Background: an optimization exercise with open tools, aiming at small area, a short achievable clock period and few clock cycles. Do not read the settings as production practice. Function was checked by simulation only, so behaviour that the tests miss may differ from the original. Power is estimated from default activity; no workload was simulated.

`flow/run.sh`:
```
#!/bin/bash
# synth_recipe.tcl (not shown) runs the flow's synth.tcl, then flattens the netlist and writes it again
# the make line also repeats each setting of config.mk as NAME=value (left out here)
make -C /OpenROAD-flow-scripts/flow DESIGN_CONFIG=/design/flow/config.mk WORK_HOME=/design/flow/orfs CLKGATE_MAP_FILE= SYNTH_SCRIPT=/design/flow/synth_recipe.tcl finish
```
`flow/design.v`:
```
module rle_bool (
    input  wire         clk,
    input  wire         rst,         
    input  wire         hw_valid,
    input  wire [8:0]   hw_idx,
    input  wire         hw_val,
    output wire         idle,
    input  wire         lit_valid,
    input  wire [127:0] lit_data,
    output wire         lit_ready,
    output reg          rec_valid,
    output wire [3:0]   rec_kind,    
    output reg  [8:0]   rec_idx,
    output reg          rec_val,
    output reg          seg_done,
    output reg  [2:0]   seg_task
);
    localparam [3:0] OP_AND = 4'h1, OP_OR = 4'h2, OP_EDGE = 4'h3,
                     OP_ASSIGN = 4'h5, OP_LATCH = 4'h6,
                     OP_MARK = 4'hC, OP_ARG = 4'hD, OP_END = 4'hE;
    localparam integer QN = 8;       
    reg [511:0] img;         
    reg [127:0] edg;         
    reg         busy;        
    reg         rec_k;       
    assign idle     = !busy;
    assign rec_kind = {1'b0, rec_k, rec_k, 1'b1};
    reg [QN-1:0] q_k;
    reg [QN-1:0] q_nul;
    reg [QN-1:0] q_val;
    reg [8:0]    q_idx [0:QN-1];
    reg [QN:0]   q_n;
    reg [QN-1:0] q_full;     
    reg         a_v;
    reg [3:0]   a_op  [0:3];
    reg [3:0]   a_neg;
    reg [2:0]   a_md  [0:3];     
    reg [8:0]   a_idx [0:3];
    reg         b_v;
    reg [3:0]   b_neg;
    reg [2:0]   b_md  [0:3];
    reg [8:0]   b_idx [0:3];
    reg [3:0]   b_fac;           
    reg [3:0]   b_or;
    reg [3:0]   b_edge;
    reg [3:0]   b_arg;
    reg [3:0]   b_mark;
    reg [3:0]   b_head;          
    reg [3:0]   b_latch;
    reg [3:0]   b_end;
    reg [3:0]   b_lv;            
    reg [3:0]   b_cap;           
    reg [5:0]   b_hzp;           
    reg [3:0]   b_pv;            
    reg [1:0]   b_pe;            
    reg [3:0]   b_mi  [0:3];     
    reg [3:0]   b_ml  [0:3];     
    reg         b_nol;           
    reg [2:0]   b_kmax;
    reg [3:0]   l_we;
    reg [3:0]   l_val;
    reg         in_eq;
    reg         h_latch;
    reg [1:0]   h_mod;
    reg         h_neg;
    reg [8:0]   h_idx;
    reg         h_q;         
    reg         part2;
    reg         p1_val;
    reg         sum;
    reg         term;
    reg         has_term;
    reg [6:0]   e_idx;       
    reg [2:0]   e_md;
    reg         e_neg;
    reg         e_mem;
    reg         end_pend;    
    function integer hp(input integer c, input integer j);
        hp = (c == 0) ? j - 1 : (c == 1) ? j + 1 : 5;
    endfunction
    reg [3:0] hz, act, hzpre;
    reg [3:0] cap_now;           
    reg       stall;
    integer   cj, cc;
    always @(*) begin
        for (cj = 0; cj < 4; cj = cj + 1) begin
            hz[cj] = 1'b0;
            for (cc = 0; cc < cj; cc = cc + 1)
                if (b_hzp[hp(cc, cj)])
                    hz[cj] = 1'b1;
        end
        hzpre[0] = hz[0];
        for (cj = 1; cj < 4; cj = cj + 1)
            hzpre[cj] = hzpre[cj-1] | hz[cj];
        act     = b_lv & ~hzpre;
        cap_now = b_cap & ~hzpre;
        stall   = |(b_lv & hz);
    end
    reg [2:0] a_kmax;
    integer ki;
    always @(*) begin
        a_kmax = 3'd0;
        for (ki = 0; ki < 4; ki = ki + 1)
            if (a_op[ki] == OP_ASSIGN || a_op[ki] == OP_LATCH ||
                a_op[ki] == OP_END || a_op[ki] == OP_ARG)
                a_kmax = a_kmax + 3'd1;
    end
    reg [3:0] q_cnt;
    integer qi;
    always @(*) begin
        q_cnt = 4'd0;
        for (qi = 0; qi <= QN; qi = qi + 1)
            if (q_n[qi]) q_cnt = q_cnt | qi[3:0];
    end
    wire [4:0] k_pend = {1'b0, q_cnt} + (a_v ? {2'b00, a_kmax} : 5'd0)
                      + (b_v ? {2'b00, b_kmax} : 5'd0) - {4'd0, !q_n[0]};
    wire adv = !stall;               
    assign lit_ready = (!a_v || adv) && (k_pend <= QN - 4);
    wire take = lit_valid && lit_ready;
    reg [3:0] a_pv;
    reg [3:0] cmp_b [0:3];       
    reg [3:0] cmp_h;             
    reg [3:0] n_mi [0:3];        
    reg [3:0] n_mh;              
    reg [3:0] n_ml [0:3];
    reg [3:0] n_pm [0:3];        
    reg [3:0] n_fac, n_or, n_edge, n_arg, n_mark, n_head, n_latch, n_end, n_lv, n_cap;
    reg [5:0] n_hzp;
    reg       b_live, b_head_any, a_live, a_ineq, a_tcar;
    reg [1:0] b_head_last, a_tslot;
    integer   aj, ak;
    always @(*) begin
        for (aj = 0; aj < 4; aj = aj + 1) begin
            a_pv[aj] = img[a_idx[aj]];
            if (rec_valid && !rec_k && rec_idx == a_idx[aj])
                a_pv[aj] = rec_val;
            for (ak = 0; ak < QN; ak = ak + 1)
                if (q_full[ak] && !q_k[ak] && !q_nul[ak] && q_idx[ak] == a_idx[aj])
                    a_pv[aj] = q_val[ak];
            for (ak = 0; ak < 4; ak = ak + 1) begin
                cmp_b[aj][ak] = (a_idx[aj] == b_idx[ak]);
                n_mi[ak][aj]  = (ak < aj) && (a_idx[ak] == a_idx[aj]);
            end
            cmp_h[aj] = (a_idx[aj] == h_idx);
        end
        b_live = b_v;
        b_head_any = 1'b0;
        b_head_last = 2'd0;
        for (ak = 0; ak < 4; ak = ak + 1) begin
            for (aj = 0; aj < 4; aj = aj + 1)
                n_ml[aj][ak] = b_head_any ? cmp_b[aj][b_head_last] : cmp_h[aj];
            if (b_live && b_head[ak]) begin
                b_head_any  = 1'b1;
                b_head_last = ak[1:0];
            end
            if (b_end[ak])
                b_live = 1'b0;
        end
        for (aj = 0; aj < 4; aj = aj + 1)
            n_mh[aj] = b_head_any ? cmp_b[aj][b_head_last] : cmp_h[aj];
        a_live = 1'b1;
        a_ineq = b_head_any || in_eq;
        a_tcar = 1'b1;
        a_tslot = 2'd0;
        for (aj = 0; aj < 4; aj = aj + 1) begin
            n_fac[aj]   = (a_op[aj] == OP_AND) || (a_op[aj] == OP_OR) || (a_op[aj] == OP_ARG);
            n_or[aj]    = (a_op[aj] == OP_OR);
            n_edge[aj]  = (a_op[aj] == OP_EDGE);
            n_arg[aj]   = (a_op[aj] == OP_ARG);
            n_mark[aj]  = (a_op[aj] == OP_MARK);
            n_head[aj]  = (a_op[aj] == OP_ASSIGN) || (a_op[aj] == OP_LATCH);
            n_latch[aj] = (a_op[aj] == OP_LATCH);
            n_end[aj]   = (a_op[aj] == OP_END);
            n_lv[aj]    = a_live;
            n_cap[aj]   = a_live && (n_arg[aj] || ((n_head[aj] || n_end[aj]) && a_ineq));
            for (ak = 0; ak < 4; ak = ak + 1)
                n_pm[aj][ak] = a_tcar ? n_mh[ak] : n_mi[a_tslot][ak];
            if (a_live && n_head[aj]) begin
                a_ineq = 1'b1; a_tcar = 1'b0; a_tslot = aj[1:0];
            end
            if (n_end[aj])
                a_live = 1'b0;
        end
        for (aj = 1; aj < 4; aj = aj + 1)
            for (ak = 0; ak < aj; ak = ak + 1)
                n_hzp[hp(ak, aj)] = n_cap[ak] && !n_arg[ak] && n_pm[ak][aj] &&
                                    n_lv[aj] && n_fac[aj];
    end
    wire [6:0] a_eA = (a_op[0] == OP_EDGE) ? a_idx[0][6:0] : a_idx[1][6:0];
    wire [6:0] a_eB = (a_op[2] == OP_EDGE) ? a_idx[2][6:0] : a_idx[3][6:0];
    reg        n_in_eq, n_h_latch, n_h_neg, n_h_q, n_part2, n_p1, n_sum, n_term, n_has;
    reg [1:0]  n_h_mod;
    reg [8:0]  n_h_idx;
    reg [6:0]  n_e_idx;
    reg [2:0]  n_e_md;
    reg        n_e_neg, n_e_mem;
    reg        end_now;
    reg [2:0]  end_task;
    reg [3:0]  p_k, p_nul, p_val, p_wb;
    reg [8:0]  p_idx [0:3];
    reg [3:0]  base, fv;
    reg        v, fac, nt, src, sv, rv, cwe, cval, pval, mem;
    integer    j, i;
    always @(*) begin
        for (j = 0; j < 4; j = j + 1) begin
            base[j] = b_pv[j];
            if (!b_nol)
                for (i = 0; i < 4; i = i + 1)
                    if (b_ml[j][i] && l_we[i])
                        base[j] = l_val[i];
        end
        n_in_eq = in_eq; n_h_latch = h_latch; n_h_mod = h_mod; n_h_neg = h_neg;
        n_h_idx = h_idx; n_h_q = h_q; n_part2 = part2; n_p1 = p1_val;
        n_sum = sum; n_term = term; n_has = has_term;
        n_e_idx = e_idx; n_e_md = e_md; n_e_neg = e_neg; n_e_mem = e_mem;
        end_now = 1'b0; end_task = b_idx[3][2:0];
        p_k = 4'd0; p_nul = 4'd0; p_val = 4'd0; p_wb = 4'd0;
        for (j = 0; j < 4; j = j + 1)
            p_idx[j] = {2'b00, n_e_idx};
        for (j = 0; j < 4; j = j + 1) begin
            v   = base[j];
            mem = (j < 2) ? b_pe[0] : b_pe[1];
            pval = n_sum | (n_has & n_term);
            sv   = n_part2 ? n_p1 : pval;
            rv   = n_part2 ? pval : 1'b0;
            if (!n_h_latch) begin
                case (n_h_mod)
                    2'd0:    begin cwe = 1'b1; cval = sv ^ n_h_neg; end
                    2'd1:    begin cwe = sv;   cval = 1'b1; end
                    default: begin cwe = sv;   cval = 1'b0; end
                endcase
            end else begin
                cwe = 1'b1;
                if (n_h_mod[0] == 1'b0)
                    cval = rv ? 1'b0 : (sv ? 1'b1 : n_h_q);
                else
                    cval = sv ? 1'b1 : (rv ? 1'b0 : n_h_q);
            end
            src = v ^ b_neg[j];
            if (b_arg[j]) begin
                case (n_e_md[1:0])
                    2'd0:    fac = src & ~n_e_mem;
                    2'd1:    fac = ~src & n_e_mem;
                    default: fac = src ^ n_e_mem;
                endcase
                fac = fac ^ n_e_neg;
                nt  = n_e_md[2];
            end else begin
                fac = src;
                nt  = b_or[j];
            end
            if (b_arg[j]) begin
                p_k[j]   = 1'b1;
                p_idx[j] = {2'b00, n_e_idx};
                p_val[j] = src;
            end else begin
                p_idx[j] = n_h_idx;
                p_val[j] = cval;
                p_nul[j] = !cwe;
                p_wb[j]  = act[j] && (b_head[j] || b_end[j]) && n_in_eq && cwe;
            end
            if (act[j]) begin
                if (b_fac[j]) begin
                    if (!n_has) begin
                        n_term = fac;
                        n_has  = 1'b1;
                    end else if (nt) begin
                        n_sum  = n_sum | n_term;
                        n_term = fac;
                    end else begin
                        n_term = n_term & fac;
                    end
                end
                if (b_edge[j]) begin
                    n_e_idx = b_idx[j][6:0];
                    n_e_md  = b_md[j];
                    n_e_neg = b_neg[j];
                    n_e_mem = mem;
                end
                if (b_mark[j]) begin
                    n_p1    = pval;
                    n_part2 = 1'b1;
                    n_sum   = 1'b0;
                    n_term  = 1'b0;
                    n_has   = 1'b0;
                end
                if (b_head[j] || b_end[j]) begin
                    n_part2 = 1'b0;
                    n_sum   = 1'b0;
                    n_term  = 1'b0;
                    n_has   = 1'b0;
                end
                if (b_end[j]) begin
                    n_in_eq  = 1'b0;
                    end_now  = 1'b1;
                    end_task = b_idx[j][2:0];
                end
                if (b_head[j]) begin
                    for (i = 0; i <= j; i = i + 1)
                        if (p_wb[i] && b_mi[i][j])
                            v = p_val[i];
                    n_in_eq   = 1'b1;
                    n_h_latch = b_latch[j];
                    n_h_mod   = b_md[j][1:0];
                    n_h_neg   = b_neg[j];
                    n_h_idx   = b_idx[j];
                    n_h_q     = v;
                end
            end
        end
        for (j = 0; j < 4; j = j + 1) begin
            fv[j] = base[j];
            for (i = 0; i < j; i = i + 1)
                if (p_wb[i] && b_mi[i][j])
                    fv[j] = p_val[i];
        end
    end
    reg [4:0]  pre [0:3];        
    reg [4:0]  ncap;             
    reg        r_v, r_k, r_nul, r_val;
    reg [8:0]  r_idx;
    reg [QN-1:0] nq_k, nq_nul, nq_val;
    reg [8:0]  nq_idx [0:QN-1];
    reg [QN:0] nq_n;
    reg [QN-1:0] nq_full;
    reg        sel;
    reg        done_ok;
    integer    a, s, c, m;
    always @(*) begin
        pre[0] = 5'b00001;
        for (s = 0; s < 3; s = s + 1)
            pre[s+1] = b_cap[s] ? {pre[s][3:0], 1'b0} : pre[s];
        ncap = pre[0];
        for (s = 0; s < 4; s = s + 1)
            if (cap_now[s])
                ncap = {ncap[3:0], 1'b0};
        r_v = !(q_n[0] && ncap[0]);
        r_k = q_k[0]; r_nul = q_nul[0]; r_idx = q_idx[0]; r_val = q_val[0];
        if (q_n[0]) begin
            r_k = 1'b0; r_nul = 1'b0; r_idx = p_idx[0]; r_val = 1'b0;
            for (s = 3; s >= 0; s = s - 1)
                if (b_cap[s] && pre[s][0]) begin
                    r_k = p_k[s]; r_nul = p_nul[s]; r_idx = p_idx[s]; r_val = p_val[s];
                end
        end
        for (a = 0; a < QN; a = a + 1) begin
            nq_k[a]   = 1'b0;
            nq_nul[a] = 1'b0;
            nq_idx[a] = p_idx[0];
            nq_val[a] = 1'b0;
            if (a + 1 < QN && q_full[a+1]) begin
                nq_k[a] = q_k[a+1]; nq_nul[a] = q_nul[a+1];
                nq_idx[a] = q_idx[a+1]; nq_val[a] = q_val[a+1];
            end else begin
                for (s = 0; s < 4; s = s + 1) begin
                    sel = 1'b0;
                    for (c = 0; c <= a + 1; c = c + 1)
                        if (c <= QN && a + 1 - c <= 3)
                            sel = sel | (q_n[c] && pre[s][a + 1 - c]);
                    if (b_cap[s] && sel) begin
                        nq_k[a] = p_k[s]; nq_nul[a] = p_nul[s];
                        nq_idx[a] = p_idx[s]; nq_val[a] = p_val[s];
                    end
                end
            end
        end
        nq_n = {(QN+1){1'b0}};
        for (c = 0; c <= QN; c = c + 1)
            for (m = 0; m <= 4; m = m + 1)
                if (c + m == 0)
                    nq_n[0] = nq_n[0] | (q_n[c] && ncap[m]);
                else if (c + m - 1 <= QN)
                    nq_n[c + m - 1] = nq_n[c + m - 1] | (q_n[c] && ncap[m]);
        nq_full[QN-1] = nq_n[QN];
        for (a = QN - 2; a >= 0; a = a - 1)
            nq_full[a] = nq_full[a+1] | nq_n[a+1];
        done_ok = (q_n[0] && (ncap[0] || ncap[1])) || (q_n[1] && ncap[0]);
    end
    wire        wr_rec = rec_valid && !rec_k;
    wire        wr_img = wr_rec || (hw_valid && !busy);
    wire [8:0]  wr_idx = rec_valid ? rec_idx : hw_idx;
    wire        wr_val = (rec_valid ? rec_val : hw_val) && !rst;
    wire [15:0] wr_hi = ({16{wr_img}} & (16'd1 << wr_idx[8:5])) | {16{rst}};
    wire [31:0] wr_lo = (32'd1 << wr_idx[4:0]) | {32{rst}};
    wire        we_edg = rec_valid && rec_k;
    wire [3:0]  we_hi = ({4{we_edg}} & (4'd1 << wr_idx[6:5])) | {4{rst}};
    genvar gi;
    generate for (gi = 0; gi < 512; gi = gi + 1) begin : g_img
        always @(posedge clk)
            if (wr_hi[gi / 32] && wr_lo[gi % 32])
                img[gi] <= wr_val;
    end
    for (gi = 0; gi < 128; gi = gi + 1) begin : g_edg
        always @(posedge clk)
            if (we_hi[gi / 32] && wr_lo[gi % 32])
                edg[gi] <= wr_val;
    end endgenerate
    integer w;
    always @(posedge clk) begin
        if (!a_v || adv)
            for (w = 0; w < 4; w = w + 1) begin
                a_op[w]  <= lit_data[127 - 32*w -: 4];
                a_neg[w] <= lit_data[127 - 32*w - 4];
                a_md[w]  <= {lit_data[127 - 32*w - 5], lit_data[127 - 32*w - 7], lit_data[127 - 32*w - 8]};
                a_idx[w] <= lit_data[127 - 32*w - 23 -: 9];
            end
        if (adv) begin
            for (w = 0; w < 4; w = w + 1) begin
                b_md[w]  <= a_md[w];
                b_idx[w] <= a_idx[w];
                b_mi[w]  <= n_pm[w];
                b_ml[w]  <= n_ml[w];
            end
            b_neg   <= a_neg;
            b_fac   <= n_fac;
            b_or    <= n_or;
            b_edge  <= n_edge;
            b_arg   <= n_arg;
            b_mark  <= n_mark;
            b_head  <= n_head;
            b_latch <= n_latch;
            b_end   <= n_end;
            b_pv    <= a_pv;
            b_pe    <= {edg[a_eB], edg[a_eA]};
            b_kmax  <= a_kmax;
            b_nol   <= 1'b0;
        end else begin
            b_pv    <= fv;
            b_nol   <= 1'b1;
        end
        l_val   <= p_val;
        q_k     <= nq_k;
        q_nul   <= nq_nul;
        q_val   <= nq_val;
        for (w = 0; w < QN; w = w + 1) q_idx[w] <= nq_idx[w];
        rec_k   <= r_k;
        rec_idx <= r_idx;
        rec_val <= r_val;
        if (end_now)
            seg_task <= end_task;
        if (rst) begin
            busy      <= 1'b0;
            a_v       <= 1'b0;
            b_v       <= 1'b0;
            b_lv      <= 4'd0;
            b_cap     <= 4'd0;
            b_hzp     <= 6'd0;
            l_we      <= 4'd0;
            q_n       <= {{QN{1'b0}}, 1'b1};
            q_full    <= {QN{1'b0}};
            in_eq     <= 1'b0;
            h_latch   <= 1'b0;
            h_mod     <= 2'd0;
            h_neg     <= 1'b0;
            h_idx     <= 9'd0;
            h_q       <= 1'b0;
            part2     <= 1'b0;
            p1_val    <= 1'b0;
            sum       <= 1'b0;
            term      <= 1'b0;
            has_term  <= 1'b0;
            e_idx     <= 7'd0;
            e_md      <= 3'd0;
            e_neg     <= 1'b0;
            e_mem     <= 1'b0;
            end_pend  <= 1'b0;
            rec_valid <= 1'b0;
            seg_done  <= 1'b0;
        end else begin
            if (!a_v || adv)
                a_v <= take;
            if (adv) begin
                b_v   <= a_v;
                b_lv  <= a_v ? n_lv  : 4'd0;
                b_cap <= a_v ? n_cap : 4'd0;
                b_hzp <= a_v ? n_hzp : 6'd0;
            end else begin
                b_lv  <= b_lv  & hzpre;
                b_cap <= b_cap & hzpre;
                b_hzp <= b_hzp & {hzpre[2], hzpre[1], hzpre[1], hzpre[0], hzpre[0], hzpre[0]};
            end
            l_we  <= p_wb;
            if (take)
                busy <= 1'b1;
            in_eq    <= n_in_eq;
            h_latch  <= n_h_latch;
            h_mod    <= n_h_mod;
            h_neg    <= n_h_neg;
            h_idx    <= n_h_idx;
            h_q      <= n_h_q;
            part2    <= n_part2;
            p1_val   <= n_p1;
            sum      <= n_sum;
            term     <= n_term;
            has_term <= n_has;
            e_idx    <= n_e_idx;
            e_md     <= n_e_md;
            e_neg    <= n_e_neg;
            e_mem    <= n_e_mem;
            q_n       <= nq_n;
            q_full    <= nq_full;
            rec_valid <= r_v && !r_nul;
            seg_done <= 1'b0;
            if ((end_now || end_pend) && done_ok) begin
                seg_done <= 1'b1;
                end_pend <= 1'b0;
                busy     <= 1'b0;
            end else if (end_now) begin
                end_pend <= 1'b1;
            end
        end
    end
endmodule
```
`flow/constraint.sdc`:
```
create_clock -name core_clock -period 7.0 [get_ports {clk}]
set_input_delay 1.4000 -clock core_clock [delete_from_list [all_inputs] [get_ports {clk}]]
set_output_delay 1.4000 -clock core_clock [all_outputs]
set_load 0.01 [all_outputs]
```
`flow/config.mk`:
```
export PLATFORM = sky130hd
export DESIGN_NAME = rle_bool
export DESIGN_NICKNAME = rle_bool
export VERILOG_FILES = /design/flow/design.v
export SDC_FILE = /design/flow/constraint.sdc
export NUM_CORES = 4
export LEC_CHECK = 0
export CAP_MARGIN = 20
export CORE_MARGIN = 2
export CORE_UTILIZATION = 30
export SLEW_MARGIN = 20
```
==> metrics.md, run 1 <==
| Metric | Value |
|---|---|
| Cell area after placement | `73300 um2` |
| DR pass1 iterations | `9` |
| GRT overflow | `0` |
| CTS tree | `built` |
| CP Launch Type | `flip-flop` |
| Fmax | `149 MHz` |
| Fin crit share | `95.6%` |
| Post-synth EDFFs | `826` |
| Yosys cell types | `86` |
| Status | `complete, no violations` |
| Worst R2R End | `rec_val$_DFF_P_` |
| Register area share after synthesis | `41.5%` |
| Fraction of registers with async set or reset after synthesis | `0%` |
| Initial DRC count | `8283` |
| Reg2reg start | `b_nol$_DFF_P_` |
| Most common cell in the netlist | `nor2_1` |
| Hold path startpoint | `a_md[2][1]$_DFFE_PP_` |
| First-pass GRT wire length | `388 mm` |
| Max FO, Critical Path | `4` |
| Post-synth top area share | `36.0%` |
| Die Width | `483 um` |
| Synth area leader | `edfxtp_1` |
| Final net count | `6176` |
| Primary FF master, synth | `edfxtp_1` |
| Clock Latency Late Sink | `0.81 ns` |
| Fillers | `22413` |
| Initial antenna violation count | `10` |
| Endpoints failing setup | `0` |
| Worst hold path class | `flip-flop to flip-flop` |
| Routability cong. | `0.956` |
| Crit-path most repeated cell | `ha_1` |
| Cell Area, Synth | `68800 um2` |
| Die Span Y | `483 um` |
| Hold depth | `0` |
| Post-DP HPWL | `180 mm` |
| YS warnings | `20` |
| CTS max path bufs | `3` |
| Drt drc | `0` |
| Num CTS Buffers | `116` |
| Req. time, crit path | `5.60 ns` |
| Hold buffer count at cts | `0` |
| Initial Utilization | `30.2%` |
| Max-Cap Viols | `0` |
| Mean Syn Cell Area | `11.0 um2` |
| Final Slew Violations | `0` |
| Register-to-register setup slack | `1.07 ns` |
| Peak supply drop | `0.000207 V` |
| Synth area leaders | `edfxtp_1, mux4_2, dfxtp_1` |
| Detailed Route WL | `272 mm` |
| Post-route ant nets | `0` |
| Rows | `175` |
| Clock sinks | `1014` |
| Place WS | `0.541 ns` |
| Worst path slowest cell | `fa_1` |
| Gr usage total | `22.6%` |
| RSZ-0062 raised after global routing | `false` |
| Port-buffer cells | `100` |
| WHS Endpoint | `b_md[2][1]$_DFFE_PP_` |
| Synth Instances | `6255` |
| Clk_skew | `0.0396 ns` |
| Vias | `55431` |
| Synth Register Bits | `1014` |
| Final instance area | `77300 um2` |
| Routed WL per cell | `29.9 um` |
| Slew @ Worst Pin | `1.40 ns` |
| Pwr dens | `216 nW/um2` |
| Slowest stage delay, CP | `0.60 ns` |
| Final worst slack | `0.307 ns` |
| Syn nets | `6424` |
| Vias in the first global route | `53401` |
| Synth top cells by count | `nor2_1, edfxtp_1, mux4_2, clkbuf_1, nand2_1` |
| Area growth from synthesis to layout | `12.3%` |
| Setup Total Neg Slack | `0 ns` |
| IO Pins | `163` |
| Layout cells sized above 1 | `19.0%` |
| Core ar. | `228000 um2` |
| Critical-path cell list | `nand2b_1 > nand2_1 > nand2_1 > inv_1 > ha_1 > xnor2_2 > ha_1 > nand3_1 > xnor2_2 > nand2_1 > ha_1 > fa_1 > inv_1 > ha_1 > a21o_1 > a21oi_1 > xnor2_1 > a2111oi_2 > dlygate4sd2_1` |
| WS Path Type | `flip-flop to primary output` |
| Avg Vias per Cell | `6.08` |
| Worst r2r path cells | `20` |
| CP arrival | `5.29 ns` |
| Htree depth | `3` |
| Root buf cell | `clkbuf_16` |
| P_leak | `26.3 nW` |
| Die ar. | `233000 um2` |
| Largest net degree at the start of global routing | `242` |
| Final Hold Viols | `0` |
| Final worst path period need | `6.69 ns` |
| Clock-pin slew on the worst setup and hold paths | `0.06 ns` |
| Crit. End Element | `primary output` |
| Slew margin rel. | `6.47%` |
[worst max-delay path: cells and delay by family, from the launching register on]
family	cells	cell delay (ns)
flip-flops	1	0.42
XOR/XNOR	3	0.53
AO/OA/AOI/OAI	3	0.74
buffers and inverters	3	0.46
AND/OR/NAND/NOR	5	0.63
adder cells (fa/ha/maj)	5	1.69
[cell usage in the layout, fill, tap and decap left out, types with 22 or more instances in the layout]
cell type,instances
clkdlybuf4s50_1,98
o21ai_0,234
inv_1,66
nand2_1,407
and3_1,29
a21oi_2,28
a22oi_1,77
a31oi_1,27
o22ai_1,25
dfxtp_1,186
nor2_1,964
buf_4,199
nor2b_1,37
nor3_1,58
a211oi_1,109
nand2b_1,28
ha_1,23
and2_1,22
mux4_2,595
xor2_1,239
nand4_1,107
clkbuf_16,119
o211ai_1,28
a21oi_1,260
mux2i_1,285
edfxtp_1,826
xnor2_1,335
nand3_1,97
a221oi_1,26
clkinv_1,24
mux2_2,57
nor4_1,71
[per-stage QoR]
step	std cells	total power [mW]	hold WS (ns)	utilization (%)
after global routing	9117	17.1	0.427	34.0
after detailed placement	8894	10.3	0.408	32.2
after CTS	9111	16.7	0.423	33.9
after floorplan	6255	9.18	0.400	-
after global placement	8892	10.3	0.403	32.2
final	9121	16.7	0.418	34.0
[metal layers]
layer  vias up  GRT usage, %  share of wire (%)
li1      22946             -                  -
met1     27927          28.0                 36
met2      3666          36.3                 46
met3       886          4.77                 11
met4         6          13.2                6.8
met5         -             0              0.018
[how the worst max path moves through the flow]
stage	from	to	slack [ns]	cells past startpoint
2_1_floorplan	rst	edg[0]$_DFFE_PP_	-1.25	5
3_3_place_gp	a_op[1][1]$_DFFE_PP_	lit_ready	0.49	18
3_5_place_dp	a_op[1][0]$_DFFE_PP_	lit_ready	0.54	18
4_1_cts	a_op[1][1]$_DFFE_PP_	lit_ready	0.19	18
5_1_grt	a_op[1][1]$_DFFE_PP_	lit_ready	0.006	18
6_report	a_op[0][1]$_DFFE_PP_	lit_ready	0.31	19
[sequential cells by signal (all words and copies together), names as in the netlist, 6 cells and up]
| signal | flops |
|---|---|
| a_idx | 36 |
| q_n | 8 |
| e_idx | 7 |
| b_mi | 10 |
| b_ml | 16 |
| b_md | 12 |
| q_idx | 72 |
| img | 512 |
| a_op | 16 |
| a_md | 12 |
| h_idx | 9 |
| q_nul | 8 |
| q_val | 8 |
| rec_idx | 9 |
| q_k | 8 |
| edg | 128 |
| b_hzp | 6 |
| q_full | 8 |
| b_idx | 36 |
[cells by family (layout without fill, tap and decap cells)]
family                   Yosys count  after routing  share of synthesized area, %
adder cells (fa/ha/maj)           27             27                         0.534
AO/OA/AOI/OAI                   1028           1028                          9.51
buffers and inverters            763            614                          4.34
XOR/XNOR                         576            576                          7.33
multiplexers                     945            945                          24.7
flip-flops                      1014           1014                          41.5
AND/OR/NAND/NOR                 1900           1900                          12.1
other                              2              8                        0.0109
[power by group]
part | switching [mW] | total, mW | internal, mW
Combinational | 1.79 | 3.05 | 1.26
Sequential | 0.391 | 7.27 | 6.88
Clock | 2.75 | 6.37 | 3.62
Total | 4.93 | 16.7 | 11.8
[final cells by class]
cell class	instances	area, um2	share of cell area, %
Clock buffer	145	3130	4.04
Multi-Input combinational cell	4478	37800	48.9
Tap cell	3009	3760	4.87
Sequential cell	1014	28600	36.9
Inverter	75	284	0.367
Timing Repair Buffer	322	2940	3.81
Clock inverter	72	786	1.02
Antenna cell	6	15.0	0.0194
[timing repair]
action / CTS / global route
buffers inserted: 0 / 1
gates resized for setup: 4 / 3
setup endpoints to repair: 1 / 1
Testbench counts, summed over its fixed seeds: cycles 13,687.
==> run 2, diff against run 1 <==
--- a/flow/design.v
+++ b/flow/design.v
@@ -56,7 +56,3 @@
     reg [3:0]   b_mi  [0:3];     
-    reg [3:0]   b_ml  [0:3];     
-    reg         b_nol;           
     reg [2:0]   b_kmax;
-    reg [3:0]   l_we;
-    reg [3:0]   l_val;
     reg         in_eq;
@@ -98,23 +94,18 @@
     end
-    reg [2:0] a_kmax;
+    reg       lit_rdy;
+    reg [2:0] a_kmax;            
+    reg [2:0] in_kmax;
     integer ki;
     always @(*) begin
-        a_kmax = 3'd0;
+        in_kmax = 3'd0;
         for (ki = 0; ki < 4; ki = ki + 1)
-            if (a_op[ki] == OP_ASSIGN || a_op[ki] == OP_LATCH ||
-                a_op[ki] == OP_END || a_op[ki] == OP_ARG)
-                a_kmax = a_kmax + 3'd1;
+            case (lit_data[127 - 32*ki -: 4])
+                OP_ASSIGN, OP_LATCH, OP_END, OP_ARG: in_kmax = in_kmax + 3'd1;
+                default: ;
+            endcase
     end
-    reg [3:0] q_cnt;
-    integer qi;
-    always @(*) begin
-        q_cnt = 4'd0;
-        for (qi = 0; qi <= QN; qi = qi + 1)
-            if (q_n[qi]) q_cnt = q_cnt | qi[3:0];
-    end
-    wire [4:0] k_pend = {1'b0, q_cnt} + (a_v ? {2'b00, a_kmax} : 5'd0)
-                      + (b_v ? {2'b00, b_kmax} : 5'd0) - {4'd0, !q_n[0]};
-    wire adv = !stall;               
-    assign lit_ready = (!a_v || adv) && (k_pend <= QN - 4);
-    wire take = lit_valid && lit_ready;
+    assign lit_ready = lit_rdy;
+    wire adv    = !stall;            
+    wire a_load = !a_v || adv;       
+    wire take   = lit_valid && lit_rdy;
     reg [3:0] a_pv;
@@ -124,3 +115,3 @@
     reg [3:0] n_mh;              
-    reg [3:0] n_ml [0:3];
+    reg [3:0] n_ml [0:3];        
     reg [3:0] n_pm [0:3];        
@@ -200,3 +191,3 @@
     reg [8:0]  p_idx [0:3];
-    reg [3:0]  base, fv;
+    reg [3:0]  base, fv, av;
     reg        v, fac, nt, src, sv, rv, cwe, cval, pval, mem;
@@ -204,9 +195,3 @@
     always @(*) begin
-        for (j = 0; j < 4; j = j + 1) begin
-            base[j] = b_pv[j];
-            if (!b_nol)
-                for (i = 0; i < 4; i = i + 1)
-                    if (b_ml[j][i] && l_we[i])
-                        base[j] = l_val[i];
-        end
+        base = b_pv;
         n_in_eq = in_eq; n_h_latch = h_latch; n_h_mod = h_mod; n_h_neg = h_neg;
@@ -316,2 +301,8 @@
         end
+        for (j = 0; j < 4; j = j + 1) begin
+            av[j] = a_pv[j];
+            for (i = 0; i < 4; i = i + 1)
+                if (p_wb[i] && n_ml[j][i])
+                    av[j] = p_val[i];
+        end
     end
@@ -319,2 +310,3 @@
     reg [4:0]  ncap;             
+    reg        skip;
     reg        r_v, r_k, r_nul, r_val;
@@ -327,3 +319,5 @@
     reg        done_ok;
-    integer    a, s, c, m;
+    reg [2:1]  ck, cnul, cv;
+    reg [8:0]  cidx [1:2];
+    integer    a, s, c, m, d, n;
     always @(*) begin
@@ -336,28 +330,42 @@
                 ncap = {ncap[3:0], 1'b0};
-        r_v = !(q_n[0] && ncap[0]);
-        r_k = q_k[0]; r_nul = q_nul[0]; r_idx = q_idx[0]; r_val = q_val[0];
-        if (q_n[0]) begin
-            r_k = 1'b0; r_nul = 1'b0; r_idx = p_idx[0]; r_val = 1'b0;
-            for (s = 3; s >= 0; s = s - 1)
-                if (b_cap[s] && pre[s][0]) begin
-                    r_k = p_k[s]; r_nul = p_nul[s]; r_idx = p_idx[s]; r_val = p_val[s];
-                end
+        skip = !q_n[0] && q_nul[0];
+        r_k = 1'b0; r_nul = 1'b0; r_idx = p_idx[0]; r_val = 1'b0;
+        if (!skip) begin
+            r_v = !(q_n[0] && ncap[0]);
+            if (!q_n[0]) begin
+                r_k = q_k[0]; r_nul = q_nul[0]; r_idx = q_idx[0]; r_val = q_val[0];
+            end else begin
+                for (s = 3; s >= 0; s = s - 1)
+                    if (b_cap[s] && pre[s][0]) begin
+                        r_k = p_k[s]; r_nul = p_nul[s]; r_idx = p_idx[s]; r_val = p_val[s];
+                    end
+            end
+        end else begin
+            r_v = !(q_n[1] && ncap[0]);
+            if (!q_n[1]) begin
+                r_k = q_k[1]; r_nul = q_nul[1]; r_idx = q_idx[1]; r_val = q_val[1];
+            end else begin
+                for (s = 3; s >= 0; s = s - 1)
+                    if (b_cap[s] && pre[s][0]) begin
+                        r_k = p_k[s]; r_nul = p_nul[s]; r_idx = p_idx[s]; r_val = p_val[s];
+                    end
+            end
         end
         for (a = 0; a < QN; a = a + 1) begin
-            nq_k[a]   = 1'b0;
-            nq_nul[a] = 1'b0;
-            nq_idx[a] = p_idx[0];
-            nq_val[a] = 1'b0;
-            if (a + 1 < QN && q_full[a+1]) begin
-                nq_k[a] = q_k[a+1]; nq_nul[a] = q_nul[a+1];
-                nq_idx[a] = q_idx[a+1]; nq_val[a] = q_val[a+1];
-            end else begin
-                for (s = 0; s < 4; s = s + 1) begin
-                    sel = 1'b0;
-                    for (c = 0; c <= a + 1; c = c + 1)
-                        if (c <= QN && a + 1 - c <= 3)
-                            sel = sel | (q_n[c] && pre[s][a + 1 - c]);
-                    if (b_cap[s] && sel) begin
-                        nq_k[a] = p_k[s]; nq_nul[a] = p_nul[s];
-                        nq_idx[a] = p_idx[s]; nq_val[a] = p_val[s];
+            for (d = 1; d <= 2; d = d + 1) begin
+                n = a + d;
+                ck[d] = 1'b0; cnul[d] = 1'b0; cidx[d] = p_idx[0]; cv[d] = 1'b0;
+                if (n < QN && q_full[n]) begin
+                    ck[d] = q_k[n]; cnul[d] = q_nul[n];
+                    cidx[d] = q_idx[n]; cv[d] = q_val[n];
+                end else begin
+                    for (s = 0; s < 4; s = s + 1) begin
+                        sel = 1'b0;
+                        for (c = 0; c <= a + d; c = c + 1)
+                            if (c <= QN && a + d - c <= 3)
+                                sel = sel | (q_n[c] && pre[s][a + d - c]);
+                        if (b_cap[s] && sel) begin
+                            ck[d] = p_k[s]; cnul[d] = p_nul[s];
+                            cidx[d] = p_idx[s]; cv[d] = p_val[s];
+                        end
                     end
@@ -365,2 +373,6 @@
             end
+            nq_k[a]   = skip ? ck[2]   : ck[1];
+            nq_nul[a] = skip ? cnul[2] : cnul[1];
+            nq_idx[a] = skip ? cidx[2] : cidx[1];
+            nq_val[a] = skip ? cv[2] : cv[1];
         end
@@ -368,7 +380,10 @@
         for (c = 0; c <= QN; c = c + 1)
-            for (m = 0; m <= 4; m = m + 1)
-                if (c + m == 0)
-                    nq_n[0] = nq_n[0] | (q_n[c] && ncap[m]);
-                else if (c + m - 1 <= QN)
-                    nq_n[c + m - 1] = nq_n[c + m - 1] | (q_n[c] && ncap[m]);
+            for (m = 0; m <= 4; m = m + 1) begin
+                n = (c + m > 1) ? c + m - 1 : 0;
+                if (n <= QN)
+                    nq_n[n] = nq_n[n] | (!skip && q_n[c] && ncap[m]);
+                n = (c + m > 2) ? c + m - 2 : 0;
+                if (n <= QN)
+                    nq_n[n] = nq_n[n] | (skip && q_n[c] && ncap[m]);
+            end
         nq_full[QN-1] = nq_n[QN];
@@ -376,3 +391,29 @@
             nq_full[a] = nq_full[a+1] | nq_n[a+1];
-        done_ok = (q_n[0] && (ncap[0] || ncap[1])) || (q_n[1] && ncap[0]);
+        done_ok = (q_n[0] && (ncap[0] || ncap[1])) || (q_n[1] && ncap[0]) ||
+                  (skip && ((q_n[1] && ncap[1]) || (q_n[2] && ncap[0])));
+    end
+    reg [2:0] kA_n, kB_n;
+    reg [3:0] kAB;
+    reg       a_v_n, stall_n, rdy_n;
+    reg [3:0] hz_n;
+    reg [5:0] hzp_n;
+    integer   li, lc;
+    always @(*) begin
+        a_v_n = a_load ? take : a_v;
+        kA_n  = a_load ? (take ? in_kmax : 3'd0) : a_kmax;
+        kB_n  = adv ? (a_v ? a_kmax : 3'd0) : b_kmax;
+        kAB   = {1'b0, kA_n} + {1'b0, kB_n};
+        hzp_n = adv ? (a_v ? n_hzp : 6'd0)
+                    : (b_hzp & {hzpre[2], hzpre[1], hzpre[1], hzpre[0], hzpre[0], hzpre[0]});
+        for (li = 0; li < 4; li = li + 1) begin
+            hz_n[li] = 1'b0;
+            for (lc = 0; lc < li; lc = lc + 1)
+                if (hzp_n[hp(lc, li)])
+                    hz_n[li] = 1'b1;
+        end
+        stall_n = |hz_n;
+        rdy_n = 1'b0;
+        for (li = 0; li <= QN - 3; li = li + 1)
+            if (nq_n[li] && kAB <= QN - 4 - li + (li > 0 ? 1 : 0))
+                rdy_n = 1'b1;
     end
@@ -399,3 +440,4 @@
     always @(posedge clk) begin
-        if (!a_v || adv)
+        if (a_load) begin
+            a_kmax <= in_kmax;
             for (w = 0; w < 4; w = w + 1) begin
@@ -406,2 +448,3 @@
             end
+        end
         if (adv) begin
@@ -411,3 +454,2 @@
                 b_mi[w]  <= n_pm[w];
-                b_ml[w]  <= n_ml[w];
             end
@@ -422,11 +464,8 @@
             b_end   <= n_end;
-            b_pv    <= a_pv;
+            b_pv    <= av;
             b_pe    <= {edg[a_eB], edg[a_eA]};
             b_kmax  <= a_kmax;
-            b_nol   <= 1'b0;
         end else begin
             b_pv    <= fv;
-            b_nol   <= 1'b1;
         end
-        l_val   <= p_val;
         q_k     <= nq_k;
@@ -442,2 +481,3 @@
             busy      <= 1'b0;
+            lit_rdy   <= 1'b1;
             a_v       <= 1'b0;
@@ -447,3 +487,2 @@
             b_hzp     <= 6'd0;
-            l_we      <= 4'd0;
             q_n       <= {{QN{1'b0}}, 1'b1};
@@ -469,4 +508,5 @@
         end else begin
-            if (!a_v || adv)
+            if (a_load)
                 a_v <= take;
+            lit_rdy <= (!a_v_n || !stall_n) && rdy_n;
             if (adv) begin
@@ -481,3 +521,2 @@
             end
-            l_we  <= p_wb;
             if (take)
--- a/flow/config.mk
+++ b/flow/config.mk
@@ -10,2 +10,3 @@
 export CORE_UTILIZATION = 30
+export SETUP_SLACK_MARGIN = 4.0
 export SLEW_MARGIN = 20
==> run 2 against run 1 <==
Critical endpoint is now b_pv[1]$_DFF_P_. Sequential share of layout area is 3.0 points lower. Global-route usage is 1.1 points higher. Power is 0.47% lower.
==> metrics.md, run 2 <==
| Metric | Value |
|---|---|
| Syn nets | `6480 (+0.87%)` |
| Synth area leaders | `edfxtp_1, mux4_2, nor2_1` |
| Post-synth top area share | `35.2% (-0.88 points)` |
| Core ar. | `230000 um2 (+1.1%)` |
| Primary FF master, synth | `edfxtp_1` |
| Post-route ant nets | `0 (unchanged)` |
| Hold_ws | `0.422 ns (+0.00392 ns)` |
| First-pass GRT wire length | `407 mm (+4.9%)` |
| Max FO, Critical Path | `17 (+13)` |
| Max-Cap Viols | `0 (unchanged)` |
| Req. time, crit path | `7.63 ns (+2.03 ns)` |
| RSZ-0062 raised after global routing | `true` |
| Most common cell in the netlist | `nor2_1` |
| Initial antenna violation count | `13 (+3)` |
| Critical-path cell list | `buf_12 > buf_4 > buf_16 > mux4_2 > mux4_2 > a211oi_1 > a22o_1 > a21o_1 > nor4b_1 > o211ai_1 > mux2_4 > nand2_1 > o2111ai_2 > o221ai_2` |
| Final Slew Violations | `0 (unchanged)` |
| Final worst path period need | `4.15 ns (-2.54 ns)` |
| YS warnings | `16 (-20%)` |
| P_leak | `28.4 nW (+7.9%)` |
| Worst hold path class | `flip-flop to flip-flop` |
| Gr usage total | `23.7% (+1.1 points)` |
| Endpoints failing setup | `0 (unchanged)` |
| Largest register FFs | `512 (unchanged)` |
| Hold buffer count at cts | `0 (unchanged)` |
| Final net count | `6420 (+4.0%)` |
| Drt drc | `0 (unchanged)` |
| WS Path Type | `flip-flop to flip-flop` |
| Initial DRC count | `8598 (+3.8%)` |
| Slew @ Worst Pin | `1.20 ns (-0.208 ns)` |
| Slew margin rel. | `20.1% (+14 points)` |
| Clock-pin slew on the worst setup and hold paths | `0.07 ns (about the same)` |
| Num CTS Buffers | `106 (-8.6%)` |
| Vias in the first global route | `55743 (+4.4%)` |
| Synth Register Bits | `993 (-2.1%)` |
| Detailed Route WL | `289 mm (+6.3%)` |
| Mean Syn Cell Area | `11.0 um2 (about the same)` |
| DR pass1 iterations | `6 (-3)` |
| Clock sinks | `993 (-2.1%)` |
| Slowest stage delay, CP | `0.56 ns (-0.04 ns)` |
| Htree depth | `3 (unchanged)` |
| Largest net degree at the start of global routing | `176 (-27%)` |
| CP Buf/Inv Count | `3 (unchanged)` |
| Register area share after synthesis | `40.3% (-1.2 points)` |
| Synth Instances | `6320 (+1.0%)` |
| Hold depth | `0 (unchanged)` |
| CTS tree | `built` |
| Area growth from synthesis to layout | `18.9%` |
| GRT overflow | `0 (unchanged)` |
| Pwr dens | `201 nW/um2 (-6.9%)` |
| Layout cells sized above 1 | `26.6% (+7.6 points)` |
| Most common cell after layout, fill and taps aside | `nor2_1` |
| Rows | `176 (+0.57%)` |
| Die Width | `485 um (+0.50%)` |
| Routability cong. | `0.973 (+1.8%)` |
| Top reg by flops | `img` |
| Peak supply drop | `0.000202 V (-2.8%)` |
| Avg Vias per Cell | `6.21 (+2.3%)` |
| Synth area leader | `edfxtp_1` |
| Most frequent cells in the layout | `nor2_1, edfxtp_1, mux4_2` |
| Final Hold Viols | `0 (unchanged)` |
| Yosys cell types | `105 (+22%)` |
| IO Pins | `163 (unchanged)` |
| Crit-path most repeated cell | `mux4_2` |
| Vias | `58270 (+5.1%)` |
| Routed WL per cell | `30.9 um (+3.4%)` |
| Worst r2r path cells | `14 (-30%)` |
| Levels on crit path | `14 (-5)` |
| Place WS | `1.74 ns (+1.20 ns)` |
| Synth top cells by count | `nor2_1, edfxtp_1, mux4_2, clkbuf_1, a21oi_1` |
| Status | `complete, no violations` |
| CP Launch Type | `flip-flop` |
| Worst path slowest cell | `mux4_2` |
| Initial Utilization | `30.2% (about the same)` |
| CP arrival | `4.78 ns (-0.51 ns)` |
| Fmax | `241 MHz (+61%)` |
| Fin crit share | `59.3% (-36 points)` |
| Root buf cell | `clkbuf_16` |
| Clock Latency Late Sink | `0.81 ns (about the same)` |
| CTS max path bufs | `3 (unchanged)` |
| Final Util | `35.9% (+2.0 points)` |
| Clk_skew | `0.0848 ns (+0.0453 ns)` |
| Cell Area, Synth | `69500 um2 (+1.0%)` |
| Die ar. | `236000 um2 (+0.99%)` |
| Final worst slack | `2.85 ns (+2.54 ns)` |
| Die Span Y | `485 um (+0.50%)` |
| Cell family with most CP delay | `compound AO/OA/AOI/OAI gates` |
| Post-DP HPWL | `177 mm (-1.6%)` |
| Top flop regs | `img (512), edg (128), q_idx (72)` |
| Port-buffer cells | `100 (unchanged)` |
| Post-synth EDFFs | `814 (-1.5%)` |
| Crit. End Element | `flip-flop` |
| Fraction of registers with async set or reset after synthesis | `0% (unchanged)` |
-- run 2: changes by cell type after synthesis, sizes merged, moves of 40 or more --
cell	change
nor2	+71
a21oi	+94
mux2i	-66
o211ai	+66
mux4	+54
nand2	-76
xnor2	+40
o21ai	-48
-- run 2: where the power goes --
part	switching, mW	leakage [nW]	internal [mW]
logic	1.96	17.1	1.53
registers	0.342	9.55	6.75
clock network	2.71	1.74	3.32
total	5.01	28.4	11.6
-- run 2: final timing paths --
path                                       startpoint                   end  slack [ns]
worst max register to register  a_idx[1][0]$_DFFE_PN_       b_pv[1]$_DFF_P_        2.85
worst min-delay path             a_md[1][2]$_DFFE_PN_  b_md[1][2]$_DFFE_PP_        0.42
worst max-delay path            a_idx[1][0]$_DFFE_PN_       b_pv[1]$_DFF_P_        2.85
worst min register to register   a_md[1][2]$_DFFE_PN_  b_md[1][2]$_DFFE_PP_        0.42
-- run 2: cell families after synthesis --
kind of cell,share of synthesized area [%]
AO/OA/AOI/OAI,10.5
XOR/XNOR,7.34
adder cells (fa/ha/maj),0.335
buffers and inverters,4.38
flip-flops,40.3
multiplexers,25.1
other,0.0108
AND/OR/NAND/NOR,12.0
-- run 2: stage by stage --
step           power, mW  TNS, ns  area [um2]  cells
2_1_floorplan       9.08  -694.50       69900   6320
3_3_place_gp        10.1        0       74000   8931
3_5_place_dp        10.2        0       74100   8932
4_1_cts             16.5        0       81400   9313
5_1_grt             17.0        0       82600   9375
6_report            16.6        0       82600   9377
-- run 2: repair_timing --
action | in CTS | in global routing
pin swaps | 86 | 73
gates cloned | 33 | 5
endpoints found under the setup margin | 965 | 783
gates resized for setup | 405 | 140
setup buffers | 151 | 57
-- run 2: routing by layer --
metal | routed length, um | GRT usage, %
met1 | 104000 | 29.6
met2 | 125000 | 35.8
met3 | 38600 | 7.43
met4 | 21400 | 14.1
met5 | 53 | 0
-- run 2: cell type report --
cell class / instances / area [um2]
repair inverters: 2 / 13.8
clock buffers: 127 / 2780
flip-flops and latches: 993 / 28100
well taps: 3026 / 3790
repair buffers: 543 / 6220
fillers: 22223 / 147000
inverters: 60 / 269
multi-input cells: 4554 / 40600
clock inverters: 70 / 846
diodes: 2 / 5.00
Testbench counts of run 2, summed over its fixed seeds: cycles 13,273.
==> run 3, diff against run 2 <==
--- a/flow/config.mk
+++ b/flow/config.mk
@@ -10,3 +10,3 @@
 export CORE_UTILIZATION = 30
-export SETUP_SLACK_MARGIN = 4.0
+export SETUP_SLACK_MARGIN = 3.0
 export SLEW_MARGIN = 20
==> run 3 against run 2 <==
Highest routed layer unchanged. Design area down 2.2%. Register-to-register slack got worse by 0.03 ns. Critical path type unchanged. Die area unchanged. Critical path depth unchanged. Area after synthesis unchanged. Critical endpoint unchanged. Maximum frequency decreased by 0.78%. Clock skew grew 0.012 ns. Still clean. Core utilization decreased by 0.78 points. Synthesized cell count is the same.
==> metrics.md, run 3 <==
| Metric | Value |
|---|---|
| Status | `complete, no violations` |
| Initial DRC count | `8420 (-2.1%)` |
| Post-DP HPWL | `182 mm (+2.9%)` |
| Fmax | `239 MHz (-0.78%)` |
| Final Hold Viols | `0 (unchanged)` |
| Post-route ant nets | `0 (unchanged)` |
| CTS tree | `built` |
| Most frequent cells in the layout | `nor2_1, edfxtp_1, mux4_2` |
| P_leak | `27.4 nW (-3.6%)` |
| Vias in the first global route | `55005 (-1.3%)` |
| Fin crit share | `59.7% (+0.46 points)` |
| Cell family with most CP delay | `multiplexers` |
| CP Buf/Inv Count | `3 (unchanged)` |
| Htree depth | `3 (unchanged)` |
| Register area share after synthesis | `40.3% (unchanged)` |
| Fillers | `22349 (+0.57%)` |
| Final net count | `6323 (-1.5%)` |
| Register-to-register setup slack | `2.82 ns (-0.03 ns)` |
| Reg area | `28000 um2 (-0.20%)` |
| CP Launch Type | `flip-flop` |
| Endpoints failing setup | `0 (unchanged)` |
| Place WS | `1.76 ns (+0.0192 ns)` |
| Most common cell after layout, fill and taps aside | `nor2_1` |
| Hold path startpoint | `a_md[2][2]$_DFFE_PN_` |
| Synth area leaders | `edfxtp_1, mux4_2, nor2_1` |
| Max FO, Critical Path | `6 (-11)` |
| Die Span Y | `485 um (unchanged)` |
| Crit. End Element | `flip-flop` |
| Post-synth EDFFs | `814 (unchanged)` |
| Peak supply drop | `0.000239 V (+18%)` |
| Syn nets | `6480 (unchanged)` |
| Placed cell count | `8935 (+0.034%)` |
| Worst r2r path cells | `14 (unchanged)` |
| Most common cell in the netlist | `nor2_1` |
| Routed WL per cell | `30.6 um (-0.79%)` |
| GRT overflow | `0 (unchanged)` |
| Die Width | `485 um (unchanged)` |
| Layout cells sized above 1 | `23.4% (-3.2 points)` |
| Fraction of registers with async set or reset after synthesis | `0% (unchanged)` |
| Yosys cell types | `105 (unchanged)` |
| Detailed Route WL | `285 mm (-1.7%)` |
| Final worst slack | `2.82 ns (-0.0325 ns)` |
| Avg Vias per Cell | `6.23 (+0.29%)` |
| Slew margin rel. | `14.9% (-5.2 points)` |
| Worst R2R End | `b_pv[1]$_DFF_P_` |
| Vias | `57911 (-0.62%)` |
| Worst hold path class | `flip-flop to flip-flop` |
| Worst path slowest cell | `o211ai_1` |
| Slew @ Worst Pin | `1.27 ns (+0.0782 ns)` |
| IO Pins | `163 (unchanged)` |
| Final Slew Violations | `0 (unchanged)` |
| Pwr dens | `206 nW/um2 (+2.5%)` |
| Top reg by flops | `img` |
| First-pass GRT wire length | `399 mm (-1.9%)` |
| Largest register FFs | `512 (unchanged)` |
| WS Path Type | `flip-flop to flip-flop` |
| Clock-pin slew on the worst setup and hold paths | `0.06 ns (about the same)` |
| Hold depth | `0 (unchanged)` |
| Post-synth top area share | `35.2% (unchanged)` |
| Die ar. | `236000 um2 (unchanged)` |
| Root buf cell | `clkbuf_16` |
| Largest net degree at the start of global routing | `236 (+34%)` |
| Num CTS Buffers | `108 (+1.9%)` |
| Rows | `176 (unchanged)` |
| Primary FF master, synth | `edfxtp_1` |
| RSZ-0062 raised after global routing | `true` |
| Cell Area, Synth | `69500 um2 (unchanged)` |
| Req. time, crit path | `7.62 ns (about the same)` |
| Initial Utilization | `30.2% (unchanged)` |
| Mean Syn Cell Area | `11.0 um2 (unchanged)` |
| Hold buffer count at cts | `0 (unchanged)` |
| Tot Pwr | `16.6 mW (+0.23%)` |
| WHS Endpoint | `b_md[2][2]$_DFFE_PP_` |
| Clock sinks | `993 (unchanged)` |
| Drt drc | `0 (unchanged)` |
| Max-Cap Viols | `0 (unchanged)` |
| Synth area leader | `edfxtp_1` |
| Final worst path period need | `4.18 ns (+0.0325 ns)` |
| Routability cong. | `0.985 (+1.2%)` |
| DR pass1 iterations | `6 (unchanged)` |
| Clock Latency Late Sink | `0.83 ns (+0.02 ns)` |
| Final instance area | `80900 um2 (-2.2%)` |
| Cell area after placement | `73900 um2 (-0.16%)` |
| Multi-input logic area | `40000 um2 (-1.5%)` |
| Area growth from synthesis to layout | `16.3%` |
| CP arrival | `4.80 ns (+0.02 ns)` |
| Synth Register Bits | `993 (unchanged)` |
| Gr usage total | `23.1% (-0.58 points)` |
| CTS max path bufs | `3 (unchanged)` |
| Top flop regs | `img (512), edg (128), q_idx (72)` |
| Core ar. | `230000 um2 (unchanged)` |
| Clk_skew | `0.0966 ns (+0.0118 ns)` |
| Initial antenna violation count | `24 (+11)` |
| Synth top cells by count | `nor2_1, edfxtp_1, mux4_2, clkbuf_1, a21oi_1` |
| Critical-path cell list | `buf_12 > buf_12 > buf_16 > mux4_2 > mux4_2 > nand2_1 > nand4b_1 > nand4_1 > nand3_1 > o211ai_1 > mux2_4 > nand2_2 > o2111ai_2 > o221ai_2` |
| YS warnings | `16 (unchanged)` |
| Port-buffer cells | `100 (unchanged)` |
| Final std cells w/o fill | `9292 (-0.91%)` |
| Synth Instances | `6320 (unchanged)` |
| Slowest stage delay, CP | `0.62 ns (+0.06 ns)` |
| Reg2reg start | `a_idx[1][0]$_DFFE_PN_` |
-- run 3: cell count changes in the layout (fill, tap and decap cells not counted), sizes merged, moves of 2 or more --
cell / delta
buf: -102
bufbuf: -10
bufinv: +3
clkbuf: +17
clkdlybuf4s50: +19
clkinvlp: -3
diode: +7
dlygate4sd2: -15
inv: -2
-- run 3: power breakdown --
part / switching [mW] / internal [mW] / total, mW
Clock: 2.69 / 3.51 / 6.20
Combinational: 1.88 / 1.45 / 3.33
Sequential: 0.367 / 6.75 / 7.12
Total: 4.94 / 11.7 / 16.6
-- run 3: metrics by stage --
stage | hold WS [ns] | utilization (%) | TNS [ns]
3_3_place_gp | 0.407 | 32.1 | 0
3_5_place_dp | 0.408 | 32.1 | 0
4_1_cts | 0.426 | 34.5 | 0
6_report | 0.423 | 35.1 | 0
2_1_floorplan | 0.400 | - | -694.50
5_1_grt | 0.436 | 35.1 | 0
-- run 3: routing by layer --
layer	vias to the layer above	GRT usage [%]	routed length [um]
li1	23557	-	-
met1	29017	29.4	103000
met2	4285	35.5	126000
met3	1046	5.69	34800
met4	6	13.7	20000
met5	-	0	40
-- run 3: kinds of logic (layout without fill, tap and decap cells) --
| logic type | after synthesis | count (layout) | share of synthesized area (%) |
|---|---|---|---|
| multiplexers | 924 | 925 | 25.1 |
| XOR/XNOR | 579 | 579 | 7.34 |
| other | 2 | 11 | 0.0108 |
| AND/OR/NAND/NOR | 1900 | 1902 | 12.0 |
| adder cells (fa/ha/maj) | 18 | 18 | 0.335 |
| buffers and inverters | 776 | 709 | 4.38 |
| flip-flops | 993 | 993 | 40.3 |
| AO/OA/AOI/OAI | 1128 | 1129 | 10.5 |
-- run 3: worst max path at each step --
stage / start / endpoint / slack, ns / cells past startpoint
2_1_floorplan: rst / edg[0]$_DFFE_PP_ / -1.09 / 4
3_3_place_gp: lit_data[124] / lit_rdy$_SDFF_PP1_ / 1.79 / 16
3_5_place_dp: lit_data[124] / lit_rdy$_SDFF_PP1_ / 1.76 / 16
4_1_cts: a_idx[0][0]$_DFFE_PN_ / b_pv[0]$_DFFE_PP_ / 2.91 / 12
5_1_grt: a_idx[0][0]$_DFFE_PN_ / b_pv[0]$_DFFE_PP_ / 2.87 / 12
6_report: a_idx[1][0]$_DFFE_PN_ / b_pv[1]$_DFF_P_ / 2.82 / 14
-- run 3: area by class of cell --
cell class / count / share of cell area (%)
Antenna cell: 9 / 0.0279
Clock buffer: 135 / 3.53
Clock inverter: 69 / 1.12
Inverter: 60 / 0.311
Multi-Input combinational cell: 4555 / 49.5
Sequential cell: 993 / 34.7
Tap cell: 3026 / 4.68
Timing Repair Buffer: 443 / 6.17
Timing Repair inverter: 2 / 0.0124
-- run 3: timing repair --
item	in CTS	in global routing
pin swaps	44	48
resized for setup	168	130
cloned	18	16
setup endpoints to repair	121	35
setup buffers	53	56
==> run 4, diff against run 3 <==
--- a/flow/config.mk
+++ b/flow/config.mk
@@ -9,4 +9,4 @@
 export CORE_MARGIN = 2
-export CORE_UTILIZATION = 30
-export SETUP_SLACK_MARGIN = 3.0
+export CORE_UTILIZATION = 60
+export SETUP_SLACK_MARGIN = 3.8
 export SLEW_MARGIN = 20
==> run 4 against run 3 <==
Maximum frequency is 6.0% lower. Sequential power hardly changed. Setup slack worse by 0.27 ns. Critical path type unchanged. Sequential share of layout area is 0.33 points higher. Clock power is 2% lower. Still clean on timing, DRC and antenna. Hold slack worse by 0.0044 ns.
==> metrics.md, run 4 <==
| Metric | Value |
|---|---|
| Initial Utilization | `60.6% (+30 points)` |
| Critical path startpoint | `a_idx[1][0]$_DFFE_PN_` |
| Post-synth top area share | `35.2% (unchanged)` |
| Layout cells sized above 1 | `25.5% (+2.1 points)` |
| CTS max path bufs | `3 (unchanged)` |
| Tot Pwr | `16.7 mW (+0.14%)` |
| Most common cell after layout, fill and taps aside | `nor2_1` |
| Largest register FFs | `512 (unchanged)` |
| Placed cell count | `7400 (-17%)` |
| GRT overflow | `0 (unchanged)` |
| Primary FF master, synth | `edfxtp_1` |
| Hold depth | `0 (unchanged)` |
| Hold path startpoint | `a_md[1][0]$_DFFE_PN_` |
| Max-Cap Viols | `0 (unchanged)` |
| IO Pins | `163 (unchanged)` |
| Initial DRC count | `9563 (+14%)` |
| First-pass GRT wire length | `404 mm (+1.2%)` |
| Pwr dens | `208 nW/um2 (+0.93%)` |
| Clock-pin slew on the worst setup and hold paths | `0.06 ns (about the same)` |
| Avg Vias per Cell | `7.56 (+21%)` |
| Register-to-register setup slack | `2.55 ns (-0.27 ns)` |
| Worst hold path class | `flip-flop to flip-flop` |
| Post-route ant nets | `0 (unchanged)` |
| Crit-path most repeated cell | `mux4_2` |
| Synth Area in XOR/XNOR | `7.34% (unchanged)` |
| YS warnings | `16 (unchanged)` |
| Drt drc | `0 (unchanged)` |
| Largest family of logic cells by synthesized area | `multiplexers` |
| Largest net degree at the start of global routing | `308 (+31%)` |
| Final Util | `70.0% (+35 points)` |
| Mean Syn Cell Area | `11.0 um2 (unchanged)` |
| Core ar. | `115000 um2 (-50%)` |
| Max FO, Critical Path | `8 (+2)` |
| Clk_skew | `0.0733 ns (-0.0233 ns)` |
| Synth Area in Adders | `0.335% (unchanged)` |
| Worst R2R End | `b_pv[1]$_DFF_P_` |
| Area growth from synthesis to layout | `15.4%` |
| WS Path Type | `flip-flop to flip-flop` |
| Die Width | `344 um (-29%)` |
| Peak supply drop | `0.000226 V (-5.1%)` |
| Synth area leader | `edfxtp_1` |
| Gr usage total | `48.0% (+25 points)` |
| P_leak | `28.1 nW (+2.6%)` |
| CP Buf/Inv Count | `2 (-1)` |
| Crit. End Element | `flip-flop` |
| DR pass1 iterations | `8 (+2)` |
| Synth top cells by count | `nor2_1, edfxtp_1, mux4_2, clkbuf_1, a21oi_1` |
| Yosys cell types | `105 (unchanged)` |
| Worst r2r path cells | `13 (-1)` |
| Top reg by flops | `img` |
| Root buf cell | `clkbuf_16` |
| Levels on crit path | `13 (-1)` |
| Slowest stage delay, CP | `0.58 ns (-0.04 ns)` |
| Die ar. | `119000 um2 (-50%)` |
| Synth area leaders | `edfxtp_1, mux4_2, nor2_1` |
| CP arrival | `5.08 ns (+0.28 ns)` |
| Post-DP HPWL | `173 mm (-5.1%)` |
| Fin crit share | `63.6% (+3.8 points)` |
| Final worst path period need | `4.45 ns (+0.268 ns)` |
| Routability cong. | `0.989 (+0.49%)` |
| Most frequent cells in the layout | `nor2_1, edfxtp_1, mux4_2` |
| Num CTS Buffers | `110 (+1.9%)` |
| CP Launch Type | `flip-flop` |
| Worst path slowest cell | `o211ai_1` |
| Final Hold Viols | `0 (unchanged)` |
| Synth Area in Compound Gates | `10.5% (unchanged)` |
| Final std cells w/o fill | `7834 (-16%)` |
| Slew margin rel. | `23.2% (+8.3 points)` |
| Top flop regs | `img (512), edg (128), q_idx (72)` |
| Vias | `59193 (+2.2%)` |
| CTS tree | `built` |
| Routed WL per cell | `36.5 um (+19%)` |
| Critical Path Sink | `b_pv[1]$_DFF_P_` |
| Synth Instances | `6320 (unchanged)` |
| Rows | `124 (-30%)` |
| Register area share after synthesis | `40.3% (unchanged)` |
| Final Slew Violations | `0 (unchanged)` |
| Clock Latency Late Sink | `0.79 ns (-0.04 ns)` |
| Setup Total Neg Slack | `0 ns (unchanged)` |
| Fraction of registers with async set or reset after synthesis | `0% (unchanged)` |
| Synth Register Bits | `993 (unchanged)` |
| Critical-path cell list | `buf_8 > buf_16 > mux4_2 > mux4_2 > a22oi_2 > nand4b_1 > nand4_1 > nand3_1 > o211ai_1 > mux2_4 > nand2_2 > o2111ai_2 > o221ai_2` |
| Cell family with most CP delay | `multiplexers` |
| Reg2reg start | `a_idx[1][0]$_DFFE_PN_` |
| Clock sinks | `993 (unchanged)` |
| Fillers | `8333 (-63%)` |
| Htree depth | `3 (unchanged)` |
| RSZ-0062 raised after global routing | `true` |
| Synth Area in Simple Gates | `12.0% (unchanged)` |
| Cell Area, Synth | `69500 um2 (unchanged)` |
| Post-synth EDFFs | `814 (unchanged)` |
| Status | `complete, no violations` |
| Most common cell in the netlist | `nor2_1` |
| Req. time, crit path | `7.63 ns (about the same)` |
| Syn nets | `6480 (unchanged)` |
| Vias in the first global route | `56287 (+2.3%)` |
| Mux share of post-synthesis cell area | `25.1% (unchanged)` |
| Port-buffer cells | `100 (unchanged)` |
| Detailed Route WL | `286 mm (+0.36%)` |
| Slew @ Worst Pin | `1.15 ns (-0.121 ns)` |
| Initial antenna violation count | `13 (-46%)` |
| Final net count | `6386 (+1.0%)` |
| Die Span Y | `344 um (-29%)` |
| Fmax | `225 MHz (-6.0%)` |
| Endpoints failing setup | `0 (unchanged)` |
run 4: through the flow:
| step | setup WS, ns | hold WS [ns] | area [um2] |
|---|---|---|---|
| after floorplan | -1.09 | 0.400 | 69900 |
| after global placement | 1.78 | 0.403 | 72100 |
| after detailed placement | 1.73 | 0.405 | 72100 |
| after CTS | 3.00 | 0.419 | 79400 |
| after global routing | 2.61 | 0.426 | 80200 |
| final | 2.55 | 0.418 | 80200 |
run 4: worst min-delay path by stage:
stage / endpoint / slack [ns]
3_3_place_gp: b_neg[2]$_DFFE_PP_ / 0.40
6_report: b_md[1][0]$_DFFE_PP_ / 0.42
2_1_floorplan: b_md[0][0]$_DFFE_PP_ / 0.40
5_1_grt: b_md[2][2]$_DFFE_PP_ / 0.43
4_1_cts: b_md[2][2]$_DFFE_PP_ / 0.42
3_5_place_dp: b_md[2][2]$_DFFE_PP_ / 0.41
run 4: cell type report:
type / count / area (um2) / share of cell area, %
diodes: 3 / 7.51 / 0.00936
clock buffers: 138 / 2940 / 3.66
clock inverters: 67 / 772 / 0.962
inverters: 60 / 272 / 0.338
multi-input cells: 4553 / 40500 / 50.4
flip-flops and latches: 993 / 28100 / 35.0
well taps: 1512 / 1890 / 2.36
repair buffers: 507 / 5790 / 7.22
repair inverters: 1 / 5.00 / 0.00624
run 4: layer usage:
metal / GRT usage [%] / routed length (um) / up-vias
li1: - / - / 23694
met2: 68.8 / 120000 / 5084
met1: 60.3 / 95000 / 28965
met5: 0.280 / 127 / -
met3: 17.2 / 43800 / 1436
met4: 34.8 / 26500 / 14
run 4: power breakdown:
part           switching [mW]  total [mW]  internal, mW
Clock                    2.59        6.09          3.49
Combinational            1.98        3.48          1.50
Sequential              0.350        7.10          6.75
run 4: timing repair:
action / 4_1_cts / 5_1_grt
resized for setup: 298 / 111
pin swaps: 89 / 58
gates cloned: 36 / 3
hold buffers: 0 / 0
setup buffers: 151 / 35
endpoints found under the setup margin: 626 / 816
run 4: kinds of logic (layout without fill, tap and decap cells):
family | count (synthesis) | count (layout)
mux | 924 | 924
simple gates | 1900 | 1900
fa+ha+maj | 18 | 18
other cells | 2 | 5
compound gates | 1128 | 1130
flops | 993 | 993
buf+inv | 776 | 773
xor+xnor | 579 | 579

-- static timing again, ports no longer ideal --
The results above use ideal ports. As a check the final layouts listed here were re-extracted and re-timed, cells and wires unchanged.
Step 1, drivers: a clkbuf_16 drives clk and a buf_2 each remaining input, both assumed.
Step 2 times the ports against the registers' clock, not the clock port: input delays grow and output delays shrink by t, the midpoint of the rising clock arrivals with the driver on.
Three values: ideal ports, drivers, drivers and shift; two values: the first two.
run	shift t [ns]	setup WS [ns]	worst setup path at the end	slew at the worst register clock pin (ns)	pins driven straight from the clock port
run 1	0.890	0.307 / 0.216 / 1.065	register to register	0.07 / 0.07	1
run 2	0.854	2.851 / 2.851 / 2.449	input to register	0.08 / 0.08	1
run 3	0.872	2.818 / 2.818 / 2.311	input to register	0.08 / 0.08	1
run 4	0.832	2.551 / 2.551 / 2.382	input to register	0.07 / 0.07	1
After both steps setup and hold are still met in every run listed. The setup slack of run 3, which loses most, moves by 0.000 ns with the drivers and by -0.507 ns with both steps.
